This is an optimization exercise on Yosys and OpenROAD, whose aim is small area, a short achievable clock period and few clock cycles per item, not a production implementation.
Only simulation tests tie the RTL to the original design; equivalence was not proved.

File: config.mk
export PLATFORM = sky130hd
export DESIGN_NAME = sha256_core
export DESIGN_NICKNAME = sha256_core
export VERILOG_FILES = /design/flow/design.v
export SDC_FILE = /design/flow/constraint.sdc
export NUM_CORES = 4
export LEC_CHECK = 0
export CAP_MARGIN = 20
export CORE_MARGIN = 2
export CORE_UTILIZATION = 40
export SLEW_MARGIN = 20
File: constraint.sdc
create_clock -name core_clock -period 12.0 [get_ports {clk}]
set_input_delay 2.4000 -clock core_clock [delete_from_list [all_inputs] [get_ports {clk}]]
set_output_delay 2.4000 -clock core_clock [all_outputs]
set_load 0.01 [all_outputs]
File: design.v
module sha256_k (
    input  wire [5:0]  t,
    output reg  [31:0] k
);
    always @(*) begin
        case (t)
            6'd0: k = 32'h428a2f98;
            6'd1: k = 32'h71374491;
            6'd2: k = 32'hb5c0fbcf;
            6'd3: k = 32'he9b5dba5;
            6'd4: k = 32'h3956c25b;
            6'd5: k = 32'h59f111f1;
            6'd6: k = 32'h923f82a4;
            6'd7: k = 32'hab1c5ed5;
            6'd8: k = 32'hd807aa98;
            6'd9: k = 32'h12835b01;
            6'd10: k = 32'h243185be;
            6'd11: k = 32'h550c7dc3;
            6'd12: k = 32'h72be5d74;
            6'd13: k = 32'h80deb1fe;
            6'd14: k = 32'h9bdc06a7;
            6'd15: k = 32'hc19bf174;
            6'd16: k = 32'he49b69c1;
            6'd17: k = 32'hefbe4786;
            6'd18: k = 32'h0fc19dc6;
            6'd19: k = 32'h240ca1cc;
            6'd20: k = 32'h2de92c6f;
            6'd21: k = 32'h4a7484aa;
            6'd22: k = 32'h5cb0a9dc;
            6'd23: k = 32'h76f988da;
            6'd24: k = 32'h983e5152;
            6'd25: k = 32'ha831c66d;
            6'd26: k = 32'hb00327c8;
            6'd27: k = 32'hbf597fc7;
            6'd28: k = 32'hc6e00bf3;
            6'd29: k = 32'hd5a79147;
            6'd30: k = 32'h06ca6351;
            6'd31: k = 32'h14292967;
            6'd32: k = 32'h27b70a85;
            6'd33: k = 32'h2e1b2138;
            6'd34: k = 32'h4d2c6dfc;
            6'd35: k = 32'h53380d13;
            6'd36: k = 32'h650a7354;
            6'd37: k = 32'h766a0abb;
            6'd38: k = 32'h81c2c92e;
            6'd39: k = 32'h92722c85;
            6'd40: k = 32'ha2bfe8a1;
            6'd41: k = 32'ha81a664b;
            6'd42: k = 32'hc24b8b70;
            6'd43: k = 32'hc76c51a3;
            6'd44: k = 32'hd192e819;
            6'd45: k = 32'hd6990624;
            6'd46: k = 32'hf40e3585;
            6'd47: k = 32'h106aa070;
            6'd48: k = 32'h19a4c116;
            6'd49: k = 32'h1e376c08;
            6'd50: k = 32'h2748774c;
            6'd51: k = 32'h34b0bcb5;
            6'd52: k = 32'h391c0cb3;
            6'd53: k = 32'h4ed8aa4a;
            6'd54: k = 32'h5b9cca4f;
            6'd55: k = 32'h682e6ff3;
            6'd56: k = 32'h748f82ee;
            6'd57: k = 32'h78a5636f;
            6'd58: k = 32'h84c87814;
            6'd59: k = 32'h8cc70208;
            6'd60: k = 32'h90befffa;
            6'd61: k = 32'ha4506ceb;
            6'd62: k = 32'hbef9a3f7;
            6'd63: k = 32'hc67178f2;
            default: k = 32'h00000000;
        endcase
    end
endmodule
module sha256_core (
    input  wire         clk,
    input  wire         rst,         
    input  wire         in_valid,
    output wire         in_ready,
    input  wire         in_first,    
    input  wire [511:0] in_block,
    output reg          out_valid,
    output wire [255:0] out_digest
);
    localparam [255:0] IV = {32'h6a09e667, 32'hbb67ae85, 32'h3c6ef372, 32'ha54ff53a,
                             32'h510e527f, 32'h9b05688c, 32'h1f83d9ab, 32'h5be0cd19};
    function [31:0] rotr(input [31:0] x, input integer n);
        rotr = (x >> n) | (x << (32 - n));
    endfunction
    reg        rdy;          
    reg        rnd;          
    reg        fin;          
    reg  [5:0] cnt;          
    reg  [2:0] ph;           
    reg        fst;          
    reg        gate;         
    reg        ivm;          
    reg  [1:0] stp;          
    assign in_ready = rdy;
    wire acc  = in_valid && rdy;
    wire idle = !rnd && !fin;
    wire rlast = rnd && (cnt == 6'd63);
    always @(posedge clk) begin
        if (rst) begin
            rdy       <= 1'b1;
            rnd       <= 1'b0;
            fin       <= 1'b0;
            cnt       <= 6'd63;
            ph        <= 3'd4;
            gate      <= 1'b0;
            out_valid <= 1'b0;
        end else begin
            rdy       <= !acc && (rlast || (idle && ph == 3'd3));
            rnd       <= acc || (rnd && cnt != 6'd63);
            fin       <= rlast;
            out_valid <= fin;
            gate      <= rnd && (cnt[5:2] == 4'hf);
            if (acc)
                cnt <= 6'd0;
            else if (rnd && cnt != 6'd63)
                cnt <= cnt + 6'd1;
            if (fin || ph == 3'd4)
                ph <= 3'd0;
            else
                ph <= ph + 3'd1;
        end
    end
    always @(posedge clk) begin
        if (acc)
            fst <= in_first;
        ivm <= rnd && (cnt[5:2] == 4'hf) && fst;
        stp <= cnt[1:0] + 2'd1;
    end
    reg  [31:0] kr;
    wire [31:0] knext;
    sha256_k u_k (.t(cnt + 6'd1), .k(knext));
    always @(posedge clk)
        kr <= knext;
    reg  [31:0] a, b, c, d, e, f, g, h;
    reg  [31:0] w [0:15];
    wire [31:0] w0  = w[0];
    wire [31:0] bs0 = rotr(a, 2) ^ rotr(a, 13) ^ rotr(a, 22);
    wire [31:0] bs1 = rotr(e, 6) ^ rotr(e, 11) ^ rotr(e, 25);
    wire [31:0] ch  = (e & f) ^ (~e & g);
    wire [31:0] maj = (a & b) ^ (a & c) ^ (b & c);
    wire [31:0] p0s = h ^ w0 ^ kr;
    wire [31:0] p0c = ((h & w0) | (h & kr) | (w0 & kr)) << 1;
    wire [31:0] xs  = bs1 ^ ch ^ p0s;
    wire [31:0] xc  = ((bs1 & ch) | (bs1 & p0s) | (ch & p0s)) << 1;
    wire [31:0] ys  = bs0 ^ maj ^ p0c;
    wire [31:0] yc  = ((bs0 & maj) | (bs0 & p0c) | (maj & p0c)) << 1;
    wire [31:0] zs  = xs ^ xc ^ ys;
    wire [31:0] zc  = ((xs & xc) | (xs & ys) | (xc & ys)) << 1;
    wire [31:0] as_ = zs ^ zc ^ yc;
    wire [31:0] ac_ = ((zs & zc) | (zs & yc) | (zc & yc)) << 1;
    wire [31:0] anew = as_ + ac_;
    wire [31:0] us  = xs ^ xc ^ p0c;
    wire [31:0] uc  = ((xs & xc) | (xs & p0c) | (xc & p0c)) << 1;
    wire [31:0] es_ = us ^ uc ^ d;
    wire [31:0] ec_ = ((us & uc) | (us & d) | (uc & d)) << 1;
    wire [31:0] enew = es_ + ec_;
    reg  [31:0] ha [0:4];
    reg  [31:0] he [0:4];
    reg  [31:0] iva, ive;
    always @(*) begin
        case (stp)
            2'b01:   begin iva = IV[159:128]; ive = IV[31:0];  end
            2'b10:   begin iva = IV[191:160]; ive = IV[63:32]; end
            2'b11:   begin iva = IV[223:192]; ive = IV[95:64]; end
            default: begin iva = IV[255:224]; ive = IV[127:96]; end
        endcase
    end
    wire [31:0] suma = (ivm ? iva : ha[4]) + a;
    wire [31:0] hda  = gate ? suma : ha[4];
    wire [31:0] w1  = w[1];
    wire [31:0] w9  = w[9];
    wire [31:0] w14 = w[14];
    wire [31:0] ss0 = rotr(w1, 7) ^ rotr(w1, 18) ^ (w1 >> 3);
    wire [31:0] ss1 = rotr(w14, 17) ^ rotr(w14, 19) ^ (w14 >> 10);
    wire [31:0] q1s = ss1 ^ w9 ^ ss0;
    wire [31:0] q1c = ((ss1 & w9) | (ss1 & ss0) | (w9 & ss0)) << 1;
    wire [31:0] q2s = q1s ^ q1c ^ w0;
    wire [31:0] q2c = ((q1s & q1c) | (q1s & w0) | (q1c & w0)) << 1;
    wire [31:0] sa  = gate ? (ivm ? ive : he[4]) : q2s;
    wire [31:0] sb  = gate ? e : q2c;
    wire [31:0] wnew = sa + sb;
    wire [31:0] hde  = gate ? wnew : he[4];
    integer i;
    always @(posedge clk) begin
        for (i = 0; i < 15; i = i + 1)
            w[i] <= rdy ? in_block[511-32*i -: 32] : w[i+1];
        w[15] <= rdy ? in_block[31:0] : wnew;
    end
    always @(posedge clk) begin
        ha[0] <= hda; ha[1] <= ha[0]; ha[2] <= ha[1]; ha[3] <= ha[2]; ha[4] <= ha[3];
        he[0] <= hde; he[1] <= he[0]; he[2] <= he[1]; he[3] <= he[2]; he[4] <= he[3];
    end
    always @(posedge clk) begin
        if (rdy) begin
            if (in_first) begin
                {a, b, c, d, e, f, g, h} <= IV;
            end else begin
                a <= hda;  b <= ha[0]; c <= ha[1]; d <= ha[2];
                e <= hde;  f <= he[0]; g <= he[1]; h <= he[2];
            end
        end else begin
            h <= g;
            g <= f;
            f <= e;
            e <= enew;
            d <= c;
            c <= b;
            b <= a;
            a <= anew;
        end
    end
    assign out_digest = {ha[0], ha[1], ha[2], ha[3], he[0], he[1], he[2], he[3]};
endmodule
File: run.sh
#!/bin/bash
# synth_recipe.tcl (not shown) runs the flow's synth.tcl, then flattens the netlist and writes it again
# the make line also repeats each setting of config.mk as NAME=value (left out here)
make -C /OpenROAD-flow-scripts/flow DESIGN_CONFIG=/design/flow/config.mk WORK_HOME=/design/flow/orfs CLKGATE_MAP_FILE= SYNTH_SCRIPT=/design/flow/synth_recipe.tcl finish
==> results of run 1 <==
## cell usage in the layout (no fill, tap or decap), drive strengths merged, types with 14 or more instances in the layout
cell           synthesis  final
o21ai                292    292
a31oi                 49     49
clkbuf               257    155
a211oi                26     26
a21oi                206    206
o21a                  22     22
a2bb2oi               15     15
a22o                  94     94
inv                  334    347
xnor2                287    287
ha                   153    153
clkinv                 5     31
buf                   37     58
a21o                 102    102
nor3                  42     42
dfxtp               1137   1137
o22ai                 16     16
nor2                 178    178
nand2b                29     29
o21bai                19     19
nand3                 39     39
fa                   246    246
maj3                  14     14
o211ai                34     34
o22a                 111    111
mux2                 555    555
bufinv                 0     15
clkdlybuf4s50          0    773
mux2i                 48     48
xor2                 131    131
nand2                245    245
## through the flow
step                hold slack [ps]  util (%)  cell area (µm²)
global placement                337      47.3            62100
floorplan                       382         -            52700
CTS                             350      50.5            66300
finish                          349      50.6            66300
detailed placement              336      47.3            62100
global route                    355      50.6            66300
## per-layer routing
layer,vias to the layer above,track usage (%),wire [µm]
met3,270,7.43,19800
li1,18300,-,-
met2,1857,50.1,101000
met4,10,9.13,6040
met1,20500,47.2,103000
met5,-,0,66
## area by class of cell
class / count / area, µm² / area share (%)
clock inverter: 64 / 876 / 1.32
clock buffer: 155 / 3320 / 5.01
timing repair buffer: 831 / 8200 / 12.4
inverter: 339 / 1270 / 1.92
tap: 1755 / 2200 / 3.31
multi-input combinational: 3142 / 27600 / 41.6
sequential: 1138 / 22800 / 34.4
antenna: 11 / 27.5 / 0.0415
## cells by family (layout without fill, tap and decap cells)
logic type	count (synthesis)	after routing
AOI/OAI and AO/OA	1095	1095
other	0	11
muxes	605	605
and+or+nand+nor	611	611
buffers and inverters	633	1389
adders and majority gates	413	413
xor gates and xnor gates	418	418
DFF	1138	1138
## registers in the layout, indices dropped and copies added, names as in the netlist
register   flops
rnd            1
b             32
stp            2
fin            1
rdy            1
e             32
out_valid      1
c             32
he           160
a             32
cnt            6
d             32
fst            1
ivm            1
h             32
f             32
g             32
ha           160
w            512
kr            32
gate           1
ph             3
## worst max-delay path by stage
stage | from | to | depth (start not counted)
after detailed placement | e[27]$_DFF_P_ | e[31]$_DFF_P_ | 19
after global placement | e[27]$_DFF_P_ | e[31]$_DFF_P_ | 19
after global routing | e[27]$_DFF_P_ | e[31]$_DFF_P_ | 19
after floorplan | kr[3]$_DFF_P_ | e[30]$_DFF_P_ | 17
after CTS | e[27]$_DFF_P_ | e[31]$_DFF_P_ | 19
final | e[27]$_DFF_P_ | e[31]$_DFF_P_ | 19
==> flow_summary.json, run 1 <==
{
  "fin_setup_tns_ps": 0,
  "grt_first_pass_wirelength_um": 313000,
  "cts_hold_buf": 0,
  "crit_arrival_ps": 6570,
  "hold_path_depth": 0,
  "grt_max_degree": 190,
  "relSlewSlack_pct": 19.4,
  "min-delay-start": "ha[3][28]$_DFF_P_",
  "hold_viol": 0,
  "start_util_pct": 40.2,
  "core.rowCount": 133,
  "drtAntennaViolNets": 0,
  "die_w_um": 367,
  "yosysMostFrequentCell": "dfxtp_1",
  "fp.dieH_um": 367,
  "period_minus_slack_ps": 5930,
  "track_usage_pct": 33.1,
  "cp_top_family": "compound AO/OA/AOI/OAI gates",
  "synth-simple-area-share_pct": 5.10,
  "synth_top_family_by_area": "compound AO/OA/AOI/OAI gates",
  "drv_cap": 0,
  "yosysWarnings": 5,
  "grt_setup_unrepaired": "false",
  "cts_buffers": 119,
  "cts_tree": "built",
  "synth_ff_type": "dfxtp_1",
  "synthTopCellsByArea": "dfxtp_1, mux2_2, fa_1, xnor2_1, ha_1",
  "fillers": 12000,
  "synth_compound_area_share_pct": 14.0,
  "status": "finished clean",
  "yosys.area.top_type": "dfxtp_1",
  "placed_cells": 7205,
  "clkTransAtPathRegs_ps": 60,
  "avgSynthCellArea_um2": 10.7,
  "synth_mux_area_share_pct": 12.9,
  "syn_area_um2": 52700,
  "initialDrtViolationCount": 4218,
  "synth_edf_count": 1,
  "wirelength_um": 230000,
  "crit_slowest_cell": "a2111oi_2",
  "cts.repair.resized": 0,
  "clock_latency_ps": 780,
  "seq_area_frac_synth_pct": 43.2,
  "core_um2": 131000,
  "skew_ps": 32.4,
  "wl_per_cell_um": 30.9,
  "boundaryPins": 774,
  "drc": 0,
  "io_buffer_count": 773,
  "period_share_pct": 49.4,
  "cts_max_path_buffers": 3,
  "place_congestion": 0.987,
  "r2r_cells": 19,
  "synth_common_cells": "dfxtp_1, mux2_2, inv_1",
  "cts_setup_buffers": 0,
  "pre_cts_ws_ps": 6150,
  "crit_chain": "buf_4 > xor2_1 > xnor2_1 > fa_1 > xnor2_1 > xnor2_1 > fa_1 > inv_1 > fa_1 > nor2b_1 > o31a_1 > o21ai_1 > a2111oi_2 > o21a_1 > a31oi_2 > o22ai_2 > o21ai_1 > mux2i_1 > o22ai_1",
  "crit_type": "flop to flop",
  "antenna_found_initial": 40,
  "dp_hpwl_um": 184000,
  "worst-slew-pin-transition_ps": 1180,
  "fmax_ghz": 0.169,
  "hold_path_class": "flop to flop",
  "dieArea_um2": 135000,
  "critPathLaunchType": "flop",
  "required_ps": 12630,
  "dr.pass1.iters": 6,
  "critPathMaxStageDelay_ps": 630,
  "critPathBufInv": 2,
  "fin_cells": 7435,
  "r2r-start": "e[27]$_DFF_P_",
  "synthAdderAreaFrac_pct": 13.2,
  "synth_top_area_share_pct": 43.2,
  "vias": 40800,
  "hold_end": "ha[4][28]$_DFF_P_",
  "fin_nets": 6486,
  "numClockSinks": 1138,
  "yosysUniqueCellTypes": 81,
  "area_growth_pct": 25.8,
  "synthArstFlopShare_pct": 0,
  "grt_pass1_vias": 39600,
  "drive_above_1_share_pct": 15.2,
  "synthCells": 4913,
  "viasPerCell": 5.49,
  "setup_viol": 0,
  "r2r-end": "e[31]$_DFF_P_",
  "drv_slew": 0,
  "worstPathMaxFanout": 6,
  "critPathCaptureType": "flop",
  "grt_overflow": 0,
  "ys_seq_elements": 1138,
  "h-tree-depth": 3,
  "r2r_setup_slack_ps": 6070,
  "synthXorXnorAreaFrac_pct": 6.95,
  "setup_ws_ps": 6070,
  "clockRootBuffer": "clkbuf_16",
  "synth_nets": 5828
}
Testbench counts, summed over its fixed seeds: cycles 80,616, blocks 1,240.
==> run 2, diff against run 1 <==
==> flow/run.sh (new file) <==
#!/bin/bash
# The standard layout (the standard.sh: the standard synthesis, then
# ORFS's floorplan, placement, CTS and routing at the design's clock and
# constraints) with these changes to how the layout is made:
#  - the port buffers are sky130_fd_sc_hd__buf_1 (ORFS picks a 10 um2
#    delay buffer); every input and output port still gets its buffer
#  - clock tree: no dummy loads, sinks clustered by 20 within 80 um
#  - timing repair aims at 7.5 ns of setup slack, so it sizes the
#    critical paths past the point where the 12 ns clock is met
# The make output goes to flow_make.log in this folder; ORFS writes each
# step's own log under orfs/logs.
set -euo pipefail
bash standard.sh \
  BUFFER_PORTS_ARGS="-buffer_cell sky130_fd_sc_hd__buf_1" \
  CTS_ARGS="-sink_clustering_enable -repair_clock_nets -dont_use_dummy_load -sink_clustering_size 20 -sink_clustering_max_diameter 80" \
  SETUP_SLACK_MARGIN=7.5 \
  finish > flow_make.log 2>&1
==> standard.sh (new file) <==
#!/bin/bash
# synth_recipe.tcl (not shown) runs the flow's synth.tcl, then flattens the netlist and writes it again
# the make line also repeats each setting of config.mk as NAME=value (left out here)
make -C /OpenROAD-flow-scripts/flow DESIGN_CONFIG=/design/flow/config.mk WORK_HOME=/design/flow/orfs CLKGATE_MAP_FILE= SYNTH_SCRIPT=/design/flow/synth_recipe.tcl "${@:-finish}"
--- a/config.mk
+++ b/config.mk
@@ -5,7 +5,7 @@
 export SDC_FILE = /design/flow/constraint.sdc
 export NUM_CORES = 4
 export LEC_CHECK = 0
-export CAP_MARGIN = 20
+export CAP_MARGIN = 30
 export CORE_MARGIN = 2
 export CORE_UTILIZATION = 40
-export SLEW_MARGIN = 20
+export SLEW_MARGIN = 30
removed: run.sh
==> flow_summary.json, run 2 <==
{
  "status": "finished clean",
  "antenna_found_initial": 37,
  "synth_nets": 5828,
  "boundaryPins": 774,
  "dr.pass1.iters": 7,
  "largest_reg_flops": 512,
  "yosys.area.top_type": "dfxtp_1",
  "grt_first_pass_wirelength_um": 304000,
  "synth_ff_type": "dfxtp_1",
  "clock_latency_ps": 740,
  "wirelength_um": 224000,
  "core.rowCount": 133,
  "avgSynthCellArea_um2": 10.7,
  "fmax_ghz": 0.201,
  "die_w_um": 367,
  "crit_type": "flop to flop",
  "drtAntennaViolNets": 0,
  "synthArstFlopShare_pct": 0,
  "grt_pass1_vias": 39600,
  "wl_per_cell_um": 30.3,
  "min-delay-start": "ha[3][19]$_DFF_P_",
  "cts_tree": "built",
  "dp_hpwl_um": 177000,
  "grt_setup_unrepaired": "true",
  "hold_slack_ps": 321,
  "clkTransAtPathRegs_ps": 90,
  "period_minus_slack_ps": 4980,
  "drv_cap": 0,
  "fin_setup_tns_ps": 0,
  "setup_ws_ps": 7020,
  "drc": 0,
  "viasPerCell": 5.57,
  "worst-slew-pin-transition_ps": 989,
  "clockRootBuffer": "clkbuf_16",
  "dieArea_um2": 135000,
  "drive_above_1_share_pct": 21.2,
  "fp.dieH_um": 367,
  "seq_area_frac_synth_pct": 43.2,
  "h-tree-depth": 3,
  "cts_max_path_buffers": 3,
  "r2r-end": "e[27]$_DFF_P_",
  "period_share_pct": 41.5,
  "skew_ps": 110,
  "grt_overflow": 0,
  "relSlewSlack_pct": 34.0,
  "final_common_cell": "dfxtp_1",
  "critPathLaunchType": "flop",
  "hold_path_depth": 0,
  "r2r_cells": 20,
  "critPathCaptureType": "flop",
  "setup_viol": 0,
  "drv_slew": 0,
  "hold_end": "ha[4][19]$_DFF_P_",
  "synthTopCellsByArea": "dfxtp_1, mux2_2, fa_1, xnor2_1, ha_1",
  "track_usage_pct": 31.9,
  "largest_register": "w",
  "place_congestion": 1.00,
  "ys_seq_elements": 1138,
  "initialDrtViolationCount": 4777,
  "crit_arrival_ps": 5620,
  "cts_buffers": 77,
  "top_regs": "w (512), ha (160), he (160)",
  "synth_common_cells": "dfxtp_1, mux2_2, inv_1",
  "area_growth_pct": 17.9,
  "worstPathMaxFanout": 6,
  "yosysUniqueCellTypes": 81,
  "synth_top_area_share_pct": 43.2,
  "yosysMostFrequentCell": "dfxtp_1",
  "pre_cts_ws_ps": 6400,
  "hold_viol": 0,
  "required_ps": 12640,
  "core_um2": 131000,
  "final_area_um2": 62100,
  "placed_cell_area_um2": 57400,
  "hold_path_class": "flop to flop",
  "fin_nets": 6535,
  "grt_max_degree": 195,
  "most-common-layout-cells": "dfxtp_1, buf_1, mux2_2, inv_1, nand2_1",
  "r2r-start": "e[26]$_DFF_P_",
  "synthCells": 4913,
  "numClockSinks": 1138,
  "r2r_setup_slack_ps": 7020,
  "cts_hold_buf": 0,
  "vias": 41200,
  "io_buffer_count": 773,
  "yosysWarnings": 5,
  "synth_edf_count": 1,
  "syn_area_um2": 52700,
  "start_util_pct": 40.2
}
-- run 2: cell counts after synthesis --
Identical to the previous run, type by type.
-- run 2: cell type report --
cell class	instances	area, µm²
clock buffers	77	1930
inverters	339	1280
flip-flops and latches	1138	23000
multi-input cells	3142	29500
well taps	1755	2200
fillers	12400	69000
repair buffers	922	4190
diodes	13	32.5
-- run 2: worst max-delay path by stage --
stage                  startpoint       endpoint  slack (ps)  cells after the start
finish              e[26]$_DFF_P_  e[27]$_DFF_P_        7020                     20
global route        kr[1]$_DFF_P_  e[29]$_DFF_P_        6850                     20
CTS                 kr[1]$_DFF_P_  e[31]$_DFF_P_        6960                     19
detailed placement  e[11]$_DFF_P_  e[27]$_DFF_P_        6400                     18
global placement    e[11]$_DFF_P_  e[30]$_DFF_P_        6470                     18
floorplan           kr[2]$_DFF_P_  e[30]$_DFF_P_        7440                     17
-- run 2: stage by stage --
stage	utilization [%]	std cells
after floorplan	-	4913
after global placement	43.8	7205
after global routing	47.4	7379
after detailed placement	43.8	7205
after CTS	46.3	7331
final	47.4	7386
-- run 2: metal layers --
| layer | track usage (%) | part of all wire [%] |
|---|---|---|
| met5 | 0 | 0.066 |
| met4 | 10.7 | 3.8 |
| met3 | 6.64 | 8.8 |
| met1 | 45.6 | 44 |
| met2 | 47.8 | 43 |
-- run 2: worst max-delay path, stage by stage, from the launching register on --
cell       delay (ps)
dfxtp_1           300
buf_4             200
xor2_2            210
xnor2_2           270
fa_2              570
xor2_2            220
xnor2_1           140
ha_1              290
ha_1              170
inv_1              70
fa_2              420
nor2b_4           130
o31a_1            230
o21ai_4           100
a2111oi_4         410
o21a_2            250
a31oi_4           120
o22ai_4           270
o21ai_2           110
a211o_1           350
nand2_4           110
-- run 2: repair_timing --
action                     in CTS  in global routing
pin swaps                      87                141
setup endpoints to repair     281                 82
setup buffers                  49                 41
gates cloned                    0                  0
gates resized for setup       289                215
-- run 2: kinds of logic after synthesis --
kind of cell	after synthesis	synth area share [%]
simple gates	611	5.10
compound gates	1095	14.0
xor+xnor	418	6.95
buf+inv	633	4.58
mux	605	12.9
fa+ha+maj	413	13.2
flops	1138	43.2
==> run 3, diff against run 2 <==
--- a/flow/run.sh
+++ b/flow/run.sh
@@ -5,7 +5,7 @@
 #  - the port buffers are sky130_fd_sc_hd__buf_1 (ORFS picks a 10 um2
 #    delay buffer); every input and output port still gets its buffer
 #  - clock tree: no dummy loads, sinks clustered by 20 within 80 um
-#  - timing repair aims at 7.5 ns of setup slack, so it sizes the
+#  - timing repair aims at 7.75 ns of setup slack, so it sizes the
 #    critical paths past the point where the 12 ns clock is met
 # The make output goes to flow_make.log in this folder; ORFS writes each
 # step's own log under orfs/logs.
@@ -13,5 +13,5 @@
 bash standard.sh \
   BUFFER_PORTS_ARGS="-buffer_cell sky130_fd_sc_hd__buf_1" \
   CTS_ARGS="-sink_clustering_enable -repair_clock_nets -dont_use_dummy_load -sink_clustering_size 20 -sink_clustering_max_diameter 80" \
-  SETUP_SLACK_MARGIN=7.5 \
+  SETUP_SLACK_MARGIN=7.75 \
   finish > flow_make.log 2>&1
--- a/config.mk
+++ b/config.mk
@@ -5,7 +5,8 @@
 export SDC_FILE = /design/flow/constraint.sdc
 export NUM_CORES = 4
 export LEC_CHECK = 0
+export ABC_AREA = 1
 export CAP_MARGIN = 30
 export CORE_MARGIN = 2
-export CORE_UTILIZATION = 40
+export CORE_UTILIZATION = 55
 export SLEW_MARGIN = 30
==> flow_summary.json, run 3 <==
{
  "grt_first_pass_wirelength_um": 321000,
  "r2r-start": "a[11]$_DFF_P_",
  "dr.pass1.iters": 7,
  "skew_ps": 87.2,
  "syn_area_um2": 55000,
  "synth_edf_count": 1,
  "drc": 0,
  "crit_path_start": "a[11]$_DFF_P_",
  "h-tree-depth": 3,
  "crit_type": "flop to flop",
  "vias": 52200,
  "clockRootBuffer": "clkbuf_16",
  "final_area_um2": 63700,
  "grt_pass1_vias": 47100,
  "grt_overflow": 0,
  "synthArstFlopShare_pct": 0,
  "top_regs": "w (512), ha (160), he (160)",
  "critPathMaxStageDelay_ps": 560,
  "wirelength_um": 234000,
  "required_ps": 12510,
  "fin_nets": 8759,
  "initialDrtViolationCount": 7487,
  "period_share_pct": 36.0,
  "synth_nets": 8101,
  "dp_hpwl_um": 185000,
  "setup_ws_ps": 7670,
  "track_usage_pct": 43.2,
  "relSlewSlack_pct": 28.7,
  "avgSynthCellArea_um2": 7.66,
  "fmax_ghz": 0.231,
  "cts_max_path_buffers": 3,
  "io_buffer_count": 773,
  "drive_above_1_share_pct": 9.33,
  "drv_cap": 0,
  "synthCells": 7186,
  "hold_viol": 0,
  "period_minus_slack_ps": 4330,
  "yosysUniqueCellTypes": 59,
  "synth_common_cells": "nand2_1, dfxtp_1, inv_1",
  "grt_setup_unrepaired": "true",
  "most-common-layout-cells": "nand2_1, dfxtp_1, inv_1, buf_1, o21ai_0",
  "place_congestion": 1.11,
  "critPathMostFrequentCell": "nand2_1",
  "fin_setup_tns_ps": 0,
  "core.rowCount": 116,
  "ys_seq_elements": 1138,
  "wl_per_cell_um": 25.5,
  "setup_viol": 0,
  "worstPathMaxFanout": 6,
  "synth_top_area_share_pct": 41.4,
  "viasPerCell": 5.70,
  "placed_cell_area_um2": 58700,
  "core_um2": 99600,
  "yosysMostFrequentCell": "nand2_1",
  "crit_chain": "xnor2_1 > xor2_2 > fa_1 > inv_1 > fa_1 > fa_1 > ha_4 > nand2_2 > nor2_1 > nor2_1 > nand2_1 > nand2_1 > nand2_1 > a21oi_2 > nand3_1 > nand3_1 > nand2_1",
  "seq_area_um2": 23100,
  "synth_ff_type": "dfxtp_1",
  "r2r_cells": 17,
  "synthTopCellsByArea": "dfxtp_1, nand2_1, fa_1, inv_1, o21ai_0",
  "cts_tree": "built",
  "area_growth_pct": 15.7,
  "drtAntennaViolNets": 0,
  "antenna_found_initial": 15,
  "fillers": 8604,
  "r2r_setup_slack_ps": 7670,
  "clkTransAtPathRegs_ps": 70,
  "seq_area_frac_synth_pct": 41.4,
  "die_w_um": 320,
  "boundaryPins": 774,
  "hold_path_class": "flop to flop",
  "status": "finished clean",
  "grt_max_degree": 221,
  "pre_cts_ws_ps": 6970,
  "critPathCaptureType": "flop",
  "hold_slack_ps": 317,
  "multi_input_area_um2": 30300,
  "crit_slowest_cell": "fa_1",
  "largest_reg_flops": 512,
  "clock_latency_ps": 700,
  "yosys.area.top_type": "dfxtp_1",
  "final_common_cell": "nand2_1",
  "crit_arrival_ps": 4840,
  "drv_slew": 0,
  "critPathLaunchType": "flop",
  "cts_buffers": 75,
  "numClockSinks": 1138,
  "dieArea_um2": 103000,
  "yosysWarnings": 5,
  "crit_path_end": "a[31]$_DFF_P_",
  "start_util_pct": 55.3,
  "largest_register": "w",
  "r2r-end": "a[31]$_DFF_P_",
  "worst-slew-pin-transition_ps": 1070,
  "fp.dieH_um": 320
}
run 3: final cells by class:
class / instances / area share, %
antenna: 9 / 0.0354
clock buffer: 75 / 2.95
inverter: 859 / 5.08
multi-input combinational: 4921 / 47.5
sequential: 1138 / 36.3
tap: 1298 / 2.55
timing repair buffer: 849 / 5.60
run 3: logic make-up after synthesis:
logic type / count (synthesis) / synth area share (%)
muxes: 2 / 0.0364
adders and majority gates: 400 / 12.4
AOI/OAI and AO/OA: 952 / 9.75
DFF: 1138 / 41.4
and+or+nand+nor: 3259 / 23.4
xor gates and xnor gates: 308 / 4.96
buffers and inverters: 1127 / 8.01
run 3: critical path: cells and delay by family, from the launching register on:
| family | cells | cell delay [ps] |
|---|---|---|
| flops | 1 | 530 |
| xor+xnor | 2 | 630 |
| compound gates | 1 | 230 |
| buf+inv | 1 | 90 |
| simple gates | 9 | 990 |
| fa+ha+maj | 4 | 1720 |
run 3: stage by stage:
step / utilization [%] / std cells
after floorplan: - / 7186
after global placement: 58.9 / 9018
after detailed placement: 58.9 / 9019
after CTS: 61.9 / 9107
after global routing: 64.0 / 9145
final: 64.0 / 9149
run 3: per-layer routing:
metal	global-route usage, %	part of all wire, %	wire length, µm
met4	16.6	4.2	9860
met3	13.9	14	32700
met5	0.331	0.063	148
met2	61.8	42	97700
met1	60.5	40	93100
run 3: repair_timing:
item	in CTS	in global routing
gates resized for setup	297	445
hold buffers	0	0
pin swaps	32	109
setup buffers	13	33
setup endpoints to repair	142	145
run 3: how the worst min path moves through the flow:
| stage | from | endpoint | depth (start not counted) |
|---|---|---|---|
| 6_report | ha[3][29]$_DFF_P_ | ha[4][29]$_DFF_P_ | 0 |
| 4_1_cts | ha[3][29]$_DFF_P_ | ha[4][29]$_DFF_P_ | 0 |
| 2_1_floorplan | ha[3][0]$_DFF_P_ | ha[4][0]$_DFF_P_ | 0 |
| 5_1_grt | ha[3][29]$_DFF_P_ | ha[4][29]$_DFF_P_ | 0 |
| 3_5_place_dp | he[3][17]$_DFF_P_ | he[4][17]$_DFF_P_ | 0 |
| 3_3_place_gp | ha[3][29]$_DFF_P_ | ha[4][29]$_DFF_P_ | 0 |
==> run 4, diff against run 3 <==
--- a/design.v
+++ b/design.v
@@ -170,8 +170,8 @@
             default: begin iva = IV[255:224]; ive = IV[127:96]; end
         endcase
     end
-    wire [31:0] suma = (ivm ? iva : ha[4]) + a;
-    wire [31:0] hda  = gate ? suma : ha[4];
+    wire [31:0] hda;
+    sha256_add u_adda (.x(ivm ? iva : ha[4]), .y(gate ? a : 32'd0), .s(hda));
     wire [31:0] w1  = w[1];
     wire [31:0] w9  = w[9];
     wire [31:0] w14 = w[14];
@@ -216,3 +216,28 @@
     end
     assign out_digest = {ha[0], ha[1], ha[2], ha[3], he[0], he[1], he[2], he[3]};
 endmodule
+module sha256_add (
+    input  wire [31:0] x,
+    input  wire [31:0] y,
+    output wire [31:0] s
+);
+    wire [31:0] g [0:5];
+    wire [31:0] t [0:5];
+    assign g[0] = x & y;
+    assign t[0] = x | y;
+    genvar l, i;
+    generate
+        for (l = 0; l < 5; l = l + 1) begin : lv
+            for (i = 0; i < 32; i = i + 1) begin : bt
+                if ((i >> l) & 1) begin : cmb
+                    assign g[l+1][i] = g[l][i] | (t[l][i] & g[l][((i >> l) << l) - 1]);
+                    assign t[l+1][i] = t[l][i] & t[l][((i >> l) << l) - 1];
+                end else begin : pas
+                    assign g[l+1][i] = g[l][i];
+                    assign t[l+1][i] = t[l][i];
+                end
+            end
+        end
+    endgenerate
+    assign s = x ^ y ^ {g[5][30:0], 1'b0};
+endmodule
==> flow/run.sh (replaced) <==
#!/bin/bash
# The standard layout (the standard.sh: the standard synthesis, then
# ORFS's floorplan, placement, CTS and routing at the design's clock and
# constraints) with these changes to how the layout is made:
#  - the port buffers are sky130_fd_sc_hd__buf_1 (ORFS picks a 10 um2
#    delay buffer); every input and output port still gets its buffer
#  - clock tree: no dummy loads, sinks clustered by 25 within 90 um
#  - timing repair aims at 7.75 ns of setup slack, so it sizes the
#    critical paths past the point where the 12 ns clock is met
# The make output goes to flow_make.log in this folder; ORFS writes each
# step's own log under orfs/logs.
set -euo pipefail
bash standard.sh \
  BUFFER_PORTS_ARGS="-buffer_cell sky130_fd_sc_hd__buf_1" \
  CTS_ARGS="-sink_clustering_enable -repair_clock_nets -dont_use_dummy_load -sink_clustering_size 25 -sink_clustering_max_diameter 90" \
  SETUP_SLACK_MARGIN=7.75 \
  finish > flow_make.log 2>&1
==> flow_summary.json, run 4 <==
{
  "status": "finished clean",
  "drc": 0,
  "grt_pass1_vias": 45400,
  "start_util_pct": 55.5,
  "top_regs": "w (512), ha (160), he (160)",
  "yosys.area.top_type": "dfxtp_1",
  "required_ps": 12530,
  "synthArstFlopShare_pct": 0,
  "largest_register": "w",
  "grt_setup_unrepaired": "true",
  "skew_ps": 143,
  "vias": 50500,
  "synth_common_cells": "nand2_1, dfxtp_1, inv_1",
  "grt_first_pass_wirelength_um": 306000,
  "multi_input_area_um2": 30200,
  "dr.pass1.iters": 8,
  "pre_cts_ws_ps": 6760,
  "viasPerCell": 5.62,
  "critPathBufInv": 3,
  "final_common_cell": "nand2_1",
  "met1_length_um": 90300,
  "dieArea_um2": 102000,
  "dr_wl_met3_um": 26400,
  "clock_latency_ps": 770,
  "boundaryPins": 774,
  "critPathCaptureType": "flop",
  "io_buffer_count": 773,
  "crit_type": "flop to flop",
  "numClockSinks": 1138,
  "synth_edf_count": 1,
  "crit_chain": "buf_6 > inv_2 > buf_4 > nor2_1 > nor2_2 > a21oi_1 > o22ai_1 > ha_2 > nand2_1 > nor2_2 > nand3_1 > nand2_2 > nand2_1 > nand2_1 > nand3_2 > nand3_1 > nand3_2 > o211ai_1 > nand2_1",
  "wl_per_cell_um": 24.7,
  "synthTopCellsByArea": "dfxtp_1, nand2_1, fa_1, inv_1, ha_1",
  "worstPathMaxFanout": 28,
  "top_layer": "met5",
  "yosysWarnings": 6,
  "worst-slew-pin-transition_ps": 972,
  "hold_path_class": "flop to flop",
  "h-tree-depth": 2,
  "drv_cap": 0,
  "critPathMostFrequentCell": "nand2_1",
  "setup_ws_ps": 7680,
  "core_um2": 98400,
  "drtAntennaViolNets": 0,
  "grt_max_degree": 246,
  "die_w_um": 319,
  "yosysUniqueCellTypes": 59,
  "wirelength_um": 222000,
  "critPathMaxStageDelay_ps": 580,
  "most-common-layout-cells": "nand2_1, dfxtp_1, inv_1, buf_1, o21ai_0",
  "met2WireLength_um": 93700,
  "avgSynthCellArea_um2": 7.75,
  "fp.dieH_um": 319,
  "synth_top_area_share_pct": 41.7,
  "drv_slew": 0,
  "cts_tree": "built",
  "antenna_found_initial": 13,
  "dp_hpwl_um": 176000,
  "cts_hold_buf": 0,
  "critPathLaunchType": "flop",
  "crit_slowest_cell": "a21oi_1",
  "period_share_pct": 36.0,
  "synthCells": 7049,
  "ys_seq_elements": 1138,
  "cts_max_path_buffers": 3,
  "fin_setup_tns_ps": 0,
  "hold_viol": 0,
  "yosysMostFrequentCell": "nand2_1",
  "drive_above_1_share_pct": 10.5,
  "syn_area_um2": 54600,
  "clockRootBuffer": "clkbuf_16",
  "seq_area_frac_synth_pct": 41.7,
  "fillers": 8683,
  "setup_viol": 0,
  "cp_top_family": "simple AND/OR/NAND/NOR gates",
  "track_usage_pct": 41.3,
  "core.rowCount": 115,
  "synth_ff_type": "dfxtp_1",
  "relSlewSlack_pct": 34.5,
  "initialDrtViolationCount": 6740,
  "fin_nets": 8640,
  "largest_reg_flops": 512,
  "area_growth_pct": 16.1,
  "place_congestion": 1.06,
  "cts_buffers": 57,
  "synth_nets": 7996,
  "period_minus_slack_ps": 4320,
  "grt_overflow": 0,
  "fmax_ghz": 0.231,
  "seq_area_um2": 23100,
  "crit_arrival_ps": 4860,
  "clkTransAtPathRegs_ps": 100
}
-- run 4: cell types whose count changed after synthesis, sizes merged, moves of 13 or more --
| cell | before | now |
|---|---|---|
| buf | 114 | 68 |
| nor3 | 22 | 38 |
| ha | 153 | 181 |
| nand2 | 2491 | 2345 |
| o21ai | 466 | 448 |
| nor2 | 420 | 379 |
| clkbuf | 154 | 230 |
| a21oi | 287 | 307 |
| a21boi | 25 | 12 |
-- run 4: cells by family (layout without fill, tap and decap cells) --
kind of cell    after synthesis  count (layout)  synth area share, %
compound gates              947             947                 9.70
buf+inv                    1162            1804                 8.20
fa+ha+maj                   432             432                 13.3
simple gates               3063            3063                 22.1
other cells                   0               7                    0
xor+xnor                    307             307                 4.95
flops                      1138            1138                 41.7
-- run 4: per-stage QoR --
| step | utilization (%) | instances | cell area (µm²) | hold WS, ps |
|---|---|---|---|---|
| 2_1_floorplan | - | 7049 | 54600 | 382 |
| 4_1_cts | 61.8 | 8912 | 60800 | 309 |
| 5_1_grt | 64.4 | 8982 | 63400 | 312 |
| 3_5_place_dp | 59.1 | 8844 | 58200 | 336 |
| 6_report | 64.4 | 8985 | 63400 | 311 |
| 3_3_place_gp | 59.1 | 8844 | 58200 | 332 |
-- run 4: what timing repair did --
item | CTS | global route
hold endpoints to repair | 0 | 0
endpoints found under the setup margin | 178 | 105
pin swaps | 14 | 152
resized for setup | 330 | 510
buffers inserted | 11 | 65
-- run 4: layout make-up --
class                      count  share of cell area (%)
multi-input combinational   4749                    47.6
sequential                  1138                    36.4
timing repair buffer         883                    6.00
inverter                     864                    5.15
tap                         1287                    2.54
clock buffer                  57                    2.25
antenna                        7                  0.0276
-- run 4: final timing paths --
check	cells after the start	slack [ps]	to	start
setup / recovery	19	7680	e[27]$_DFF_P_	ivm$_DFF_P_
hold reg to reg	0	310	ha[4][24]$_DFF_P_	ha[3][24]$_DFF_P_
hold / removal	0	310	ha[4][24]$_DFF_P_	ha[3][24]$_DFF_P_
setup reg to reg	19	7680	e[27]$_DFF_P_	ivm$_DFF_P_
-- run 4: per-layer routing --
layer  global-route usage (%)  up-vias
met3                     9.14      491
met2                     60.6     3082
li1                         -    23000
met4                     17.3        6
met1                     58.7    23900
met5                        0        -
Testbench counts of run 4, summed over its fixed seeds: cycles 80,616, blocks 1,240.
==> run 5, diff against run 4 <==
--- a/design.v
+++ b/design.v
@@ -183,7 +183,8 @@
     wire [31:0] q2c = ((q1s & q1c) | (q1s & w0) | (q1c & w0)) << 1;
     wire [31:0] sa  = gate ? (ivm ? ive : he[4]) : q2s;
     wire [31:0] sb  = gate ? e : q2c;
-    wire [31:0] wnew = sa + sb;
+    wire [31:0] wnew;
+    sha256_add u_addw (.x(sa), .y(sb), .s(wnew));
     wire [31:0] hde  = gate ? wnew : he[4];
     integer i;
     always @(posedge clk) begin
==> flow_summary.json, run 5 <==
{
  "placed_cell_area_um2": 58600,
  "synth_compound_area_share_pct": 9.35,
  "fin_setup_tns_ps": 0,
  "drive_above_1_share_pct": 10.1,
  "drv_cap": 0,
  "fp.dieH_um": 320,
  "grt_overflow": 0,
  "dr.pass1.iters": 6,
  "synth_common_cells": "nand2_1, dfxtp_1, inv_1",
  "synthTopCellsByArea": "dfxtp_1, nand2_1, fa_1, inv_1, ha_1",
  "worst-slew-pin-transition_ps": 1080,
  "place_congestion": 1.08,
  "start_util_pct": 55.6,
  "grt_setup_unrepaired": "true",
  "grt_first_pass_wirelength_um": 324000,
  "yosys.area.top_type": "dfxtp_1",
  "dieArea_um2": 102000,
  "critPathCaptureType": "flop",
  "seq_area_frac_synth_pct": 41.5,
  "cts_tree": "built",
  "boundaryPins": 774,
  "fin_cells": 8985,
  "setup_viol": 0,
  "initialDrtViolationCount": 7061,
  "clockRootBuffer": "clkbuf_16",
  "most-common-layout-cells": "nand2_1, dfxtp_1, inv_1, buf_1, o21ai_0",
  "vias": 51400,
  "synth_ff_type": "dfxtp_1",
  "synth-simple-area-share_pct": 21.4,
  "period_minus_slack_ps": 4300,
  "yosysWarnings": 6,
  "synthXorXnorAreaFrac_pct": 4.89,
  "fmax_ghz": 0.233,
  "period_share_pct": 35.8,
  "final_common_cell": "nand2_1",
  "clkTransAtPathRegs_ps": 100,
  "synthAdderAreaFrac_pct": 14.0,
  "yosysMostFrequentCell": "nand2_1",
  "avgSynthCellArea_um2": 7.79,
  "core_um2": 98700,
  "h-tree-depth": 2,
  "grt_pass1_vias": 47200,
  "hold_slack_ps": 347,
  "largest_register": "w",
  "die_w_um": 320,
  "ys_seq_elements": 1138,
  "required_ps": 12620,
  "io_buffer_count": 773,
  "wl_per_cell_um": 26.1,
  "synth_top_family_by_area": "simple AND/OR/NAND/NOR gates",
  "antenna_found_initial": 26,
  "clock_latency_ps": 730,
  "synth_edf_count": 1,
  "drc": 0,
  "track_usage_pct": 43.8,
  "viasPerCell": 5.72,
  "status": "finished clean",
  "synth_mux_area_share_pct": 0,
  "final_area_um2": 63700,
  "core.rowCount": 115,
  "yosysUniqueCellTypes": 57,
  "hold_viol": 0,
  "hold_path_class": "flop to flop",
  "grt_max_degree": 243,
  "cts_buffers": 58,
  "largest_reg_flops": 512,
  "crit_arrival_ps": 4910,
  "skew_ps": 97.7,
  "synthCells": 7050,
  "drtAntennaViolNets": 0,
  "numClockSinks": 1138,
  "dp_hpwl_um": 186000,
  "synthArstFlopShare_pct": 0,
  "relSlewSlack_pct": 27.4,
  "worstPathMaxFanout": 5,
  "synth_top_area_share_pct": 41.4,
  "fin_nets": 8667,
  "top_regs": "w (512), ha (160), he (160)",
  "placed_cells": 8854,
  "critPathLaunchType": "flop",
  "crit_type": "flop to flop",
  "wirelength_um": 234000,
  "drv_slew": 0,
  "syn_area_um2": 54900,
  "synth_nets": 8029,
  "cts_max_path_buffers": 3,
  "area_growth_pct": 16.0
}
==> run 5: changes by cell type after synthesis, sizes merged, moves of 9 or more <==
cell / before / now
a21oi: 307 / 277
ha: 181 / 209
inv: 862 / 960
nand2: 2345 / 2290
nand3: 221 / 235
nor2: 379 / 338
nor3: 38 / 28
o211ai: 30 / 21
o21ai: 448 / 422
==> run 5: final cells by class <==
class / instances / area, µm²
inverter: 962 / 3640
multi-input combinational: 4653 / 30000
clock buffer: 58 / 1450
tap: 1287 / 1610
sequential: 1138 / 23100
timing repair buffer: 875 / 3840
antenna: 12 / 30.0
fill: 8436 / 35000
==> run 5: layer usage <==
layer | GRT usage (%) | up-vias | share of wire, % | routed length, µm
met3 | 12.6 | 565 | 13 | 30000
met1 | 61.5 | 24600 | 41 | 95400
met5 | 0 | - | 0.019 | 44
met2 | 62.7 | 3392 | 41 | 96800
li1 | - | 22900 | - | -
met4 | 18.7 | 8 | 5.2 | 12100
==> run 5: cell families (layout without fill, tap and decap cells) <==
kind of cell	after synthesis	in the layout
AO/OA/AOI/OAI	908	908
XOR/XNOR	305	305
AND/OR/NAND/NOR	2977	2977
adder cells (fa/ha/maj)	463	463
other	0	12
buffers and inverters	1259	1895
flip-flops	1138	1138
==> run 5: worst max-delay path: stages (launching register included) <==
cell and delay [ps]:
dfxtp_1 360, inv_1 80, ha_1 340, nand2_1 320, clkinvlp_4 390, nor2_1 660, a21oi_1 170, fa_1 420
inv_2 90, o21ai_2 80, nand3_2 90, nand2_4 80, nand2_1 70, nand3_1 120, xnor2_2 520, o21ai_0 230
nand2_1 130, nand2_1 60
==> run 5: timing repair <==
item,4_1_cts,5_1_grt
pin swaps,31,120
resized for setup,352,485
setup endpoints to repair,109,84
hold endpoints to repair,0,0
cloned,0,0
hold buffers,0,0
setup buffers,22,38
==> run 5: worst paths after layout <==
path | from | end | slack [ps] | depth (start not counted)
hold reg to reg | he[3][13]$_DFF_P_ | he[4][13]$_DFF_P_ | 350 | 0
setup / recovery | stp[0]$_DFF_P_ | e[10]$_DFF_P_ | 7700 | 17
hold / removal | he[3][13]$_DFF_P_ | he[4][13]$_DFF_P_ | 350 | 0
setup reg to reg | stp[0]$_DFF_P_ | e[10]$_DFF_P_ | 7700 | 17
==> run 5: through the flow <==
step                      setup slack [ps]  utilization, %
after global placement                6780            59.4
final                                 7700            64.5
after detailed placement              6670            59.4
after CTS                             7680            62.2
after floorplan                       8020               -
after global routing                  7610            64.5
Testbench counts of run 5, summed over its fixed seeds: cycles 80,616, blocks 1,240.
==> run 6, diff against run 5 <==
--- a/design.v
+++ b/design.v
@@ -153,12 +153,14 @@
     wire [31:0] zc  = ((xs & xc) | (xs & ys) | (xc & ys)) << 1;
     wire [31:0] as_ = zs ^ zc ^ yc;
     wire [31:0] ac_ = ((zs & zc) | (zs & yc) | (zc & yc)) << 1;
-    wire [31:0] anew = as_ + ac_;
+    wire [31:0] anew;
+    sha256_add u_adde1 (.x(as_), .y(ac_), .s(anew));
     wire [31:0] us  = xs ^ xc ^ p0c;
     wire [31:0] uc  = ((xs & xc) | (xs & p0c) | (xc & p0c)) << 1;
     wire [31:0] es_ = us ^ uc ^ d;
     wire [31:0] ec_ = ((us & uc) | (us & d) | (uc & d)) << 1;
-    wire [31:0] enew = es_ + ec_;
+    wire [31:0] enew;
+    sha256_add u_adde2 (.x(es_), .y(ec_), .s(enew));
     reg  [31:0] ha [0:4];
     reg  [31:0] he [0:4];
     reg  [31:0] iva, ive;
==> flow/run.sh (replaced) <==
#!/bin/bash
# The standard layout (the standard.sh: the standard synthesis, then
# ORFS's floorplan, placement, CTS and routing at the design's clock and
# constraints) with these changes to how the layout is made:
#  - the port buffers are sky130_fd_sc_hd__buf_1 (ORFS picks a 10 um2
#    delay buffer); every input and output port still gets its buffer
#  - clock tree: no dummy loads, sinks clustered by 20 within 80 um
#  - timing repair aims at 7.75 ns of setup slack, so it sizes the
#    critical paths past the point where the 12 ns clock is met
# The make output goes to flow_make.log in this folder; ORFS writes each
# step's own log under orfs/logs.
set -euo pipefail
bash standard.sh \
  BUFFER_PORTS_ARGS="-buffer_cell sky130_fd_sc_hd__buf_1" \
  CTS_ARGS="-sink_clustering_enable -repair_clock_nets -dont_use_dummy_load -sink_clustering_size 20 -sink_clustering_max_diameter 80" \
  SETUP_SLACK_MARGIN=7.75 \
  finish > flow_make.log 2>&1
==> flow_summary.json, run 6 <==
{
  "crit_arrival_ps": 4810,
  "grt_first_pass_wirelength_um": 300000,
  "initialDrtViolationCount": 5608,
  "hold_path_depth": 0,
  "fin_setup_tns_ps": 0,
  "ys_seq_elements": 1138,
  "synth_compound_area_share_pct": 8.56,
  "cts_max_path_buffers": 3,
  "cts_hold_buf": 0,
  "area_growth_pct": 13.5,
  "track_usage_pct": 40.4,
  "clock_latency_ps": 700,
  "dp_hpwl_um": 170000,
  "avgSynthCellArea_um2": 7.95,
  "grt_pass1_vias": 45000,
  "synth_mux_area_share_pct": 0,
  "synthXorXnorAreaFrac_pct": 4.97,
  "largest_reg_flops": 512,
  "synth_ff_type": "dfxtp_1",
  "synth_nets": 7973,
  "wl_per_cell_um": 24.2,
  "synthCells": 6925,
  "relSlewSlack_pct": 22.8,
  "cts_tree": "built",
  "period_minus_slack_ps": 4320,
  "die_w_um": 320,
  "synthTopCellsByArea": "dfxtp_1, nand2_1, fa_1, inv_1, ha_1",
  "synth_common_cells": "nand2_1, dfxtp_1, inv_1",
  "drtAntennaViolNets": 0,
  "final_common_cell": "nand2_1",
  "grt_overflow": 0,
  "boundaryPins": 774,
  "fmax_ghz": 0.231,
  "synthAdderAreaFrac_pct": 15.8,
  "hold_path_class": "flop to flop",
  "critPathCaptureType": "flop",
  "largest_register": "w",
  "placed_cell_area_um2": 58700,
  "clockRootBuffer": "clkbuf_16",
  "crit_type": "flop to flop",
  "start_util_pct": 55.2,
  "yosysMostFrequentCell": "nand2_1",
  "fillers": 8949,
  "dr.pass1.iters": 6,
  "drv_slew": 0,
  "final_area_um2": 62500,
  "status": "finished clean",
  "fin_nets": 8595,
  "seq_area_um2": 23000,
  "multi_input_area_um2": 28600,
  "drc": 0,
  "setup_viol": 0,
  "synth_top_area_share_pct": 41.4,
  "syn_area_um2": 55000,
  "io_buffer_count": 773,
  "finalCoreUtilization_pct": 62.7,
  "numClockSinks": 1138,
  "fin_cells": 8856,
  "core.rowCount": 116,
  "synthArstFlopShare_pct": 0,
  "dieArea_um2": 103000,
  "worstPathMaxFanout": 5,
  "core_um2": 99700,
  "drive_above_1_share_pct": 6.81,
  "period_share_pct": 36.0,
  "place_congestion": 1.08,
  "r2r_cells": 16,
  "most-common-layout-cells": "nand2_1, dfxtp_1, inv_1, buf_1, o21ai_0",
  "grt_max_degree": 211,
  "top_regs": "w (512), ha (160), he (160)",
  "viasPerCell": 5.48,
  "placed_cells": 8737,
  "r2r_setup_slack_ps": 7680,
  "synth_top_family_by_area": "simple AND/OR/NAND/NOR gates",
  "clkTransAtPathRegs_ps": 100,
  "antenna_found_initial": 15,
  "vias": 48500,
  "cts_buffers": 72,
  "yosysUniqueCellTypes": 62,
  "fp.dieH_um": 320,
  "critPathLaunchType": "flop",
  "skew_ps": 82.7,
  "hold_viol": 0,
  "yosysWarnings": 6,
  "seq_area_frac_synth_pct": 41.4,
  "grt_setup_unrepaired": "true",
  "wirelength_um": 215000,
  "synth_edf_count": 1,
  "synth-simple-area-share_pct": 20.1,
  "yosys.area.top_type": "dfxtp_1",
  "required_ps": 12490,
  "worst-slew-pin-transition_ps": 1150,
  "h-tree-depth": 3,
  "drv_cap": 0
}
==> run 6: per-stage QoR <==
step	worst slack [ps]	hold slack, ps
2_1_floorplan	7740	382
3_3_place_gp	6840	333
3_5_place_dp	6790	339
4_1_cts	7630	340
5_1_grt	7540	338
6_report	7680	322
==> run 6: kinds of logic (layout without fill, tap and decap cells) <==
| logic type | Yosys count | in the layout |
|---|---|---|
| other | 0 | 13 |
| xor gates and xnor gates | 308 | 308 |
| DFF | 1138 | 1138 |
| adders and majority gates | 533 | 533 |
| AOI/OAI and AO/OA | 828 | 828 |
| and+or+nand+nor | 2802 | 2802 |
| buffers and inverters | 1316 | 1936 |
==> run 6: final cells by class <==
| cell class | instances | area share, % |
|---|---|---|
| antenna | 13 | 0.0521 |
| inverter | 1022 | 6.17 |
| tap | 1298 | 2.60 |
| clock buffer | 72 | 2.88 |
| timing repair buffer | 842 | 5.68 |
| multi-input combinational | 4471 | 45.8 |
| sequential | 1138 | 36.8 |
==> run 6: per-layer routing <==
metal	up-vias	share of wire (%)	global-route usage (%)
met2	2611	43	59.6
met3	402	11	10.5
met4	8	3.6	13.8
met5	-	0.026	0
met1	23300	42	57.5
li1	22200	-	-
==> run 6: final timing paths <==
check                                      start          endpoint
worst max register to register     a[23]$_DFF_P_     a[16]$_DFF_P_
worst min-delay path            ha[3][7]$_DFF_P_  ha[4][7]$_DFF_P_
worst min register to register  ha[3][7]$_DFF_P_  ha[4][7]$_DFF_P_
worst max-delay path               a[23]$_DFF_P_     a[16]$_DFF_P_
==> run 6: critical path, stage by stage, from the launching register on <==
cell and delay [ps]:
dfxtp_2 490, xnor2_1 170, xor2_1 430, fa_1 510, inv_1 90, fa_1 410, fa_1 530, inv_1 50
ha_1 170, inv_1 110, nand2_1 80, o21ai_2 210, nand2_1 130, nand3_4 150, inv_2 50, fa_2 510
a22oi_1 70
==> run 6: repair_timing <==
| item | 4_1_cts | 5_1_grt |
|---|---|---|
| pin swaps | 37 | 54 |
| endpoints found under the setup margin | 98 | 131 |
| setup buffers | 19 | 15 |
| resized for setup | 220 | 236 |
Testbench counts of run 6, summed over its fixed seeds: cycles 80,616, blocks 1,240.

-- re-timing with driven ports --
How much do the figures lean on ideal ports? The routed layouts below were timed once more, with nothing changed but the port constraints. Step 1, drivers: a clkbuf_16 drives clk and a buf_2 each remaining input, both assumed. Step 2 adds t to the input delays and takes it off the output delays; t is the mean of the earliest and latest rising clock arrival at the registers after step 1. Input paths then give back, and output paths get back, about the clock's delay inside the block. Three values: no drivers, after step 1, after step 2; two values: the first two.
| run | shift t [ns] | setup slack, ns | pins driven straight from the clock port |
|---|---|---|---|
| run 1 | 0.845 | 6.068 / 6.068 / 6.068 | 1 |
| run 2 | 0.760 | 7.018 / 7.018 / 7.018 | 1 |
| run 3 | 0.724 | 7.674 / 7.674 / 7.254 | 1 |
| run 4 | 0.775 | 7.677 / 7.677 / 7.089 | 1 |
| run 5 | 0.748 | 7.705 / 7.698 / 7.124 | 1 |
| run 6 | 0.736 | 7.677 / 7.677 / 7.255 | 1 |
After both steps every run listed still meets setup and hold. For run 4, which loses most, drivers alone change the setup slack by 0.000 ns; drivers and shift together by -0.588 ns.
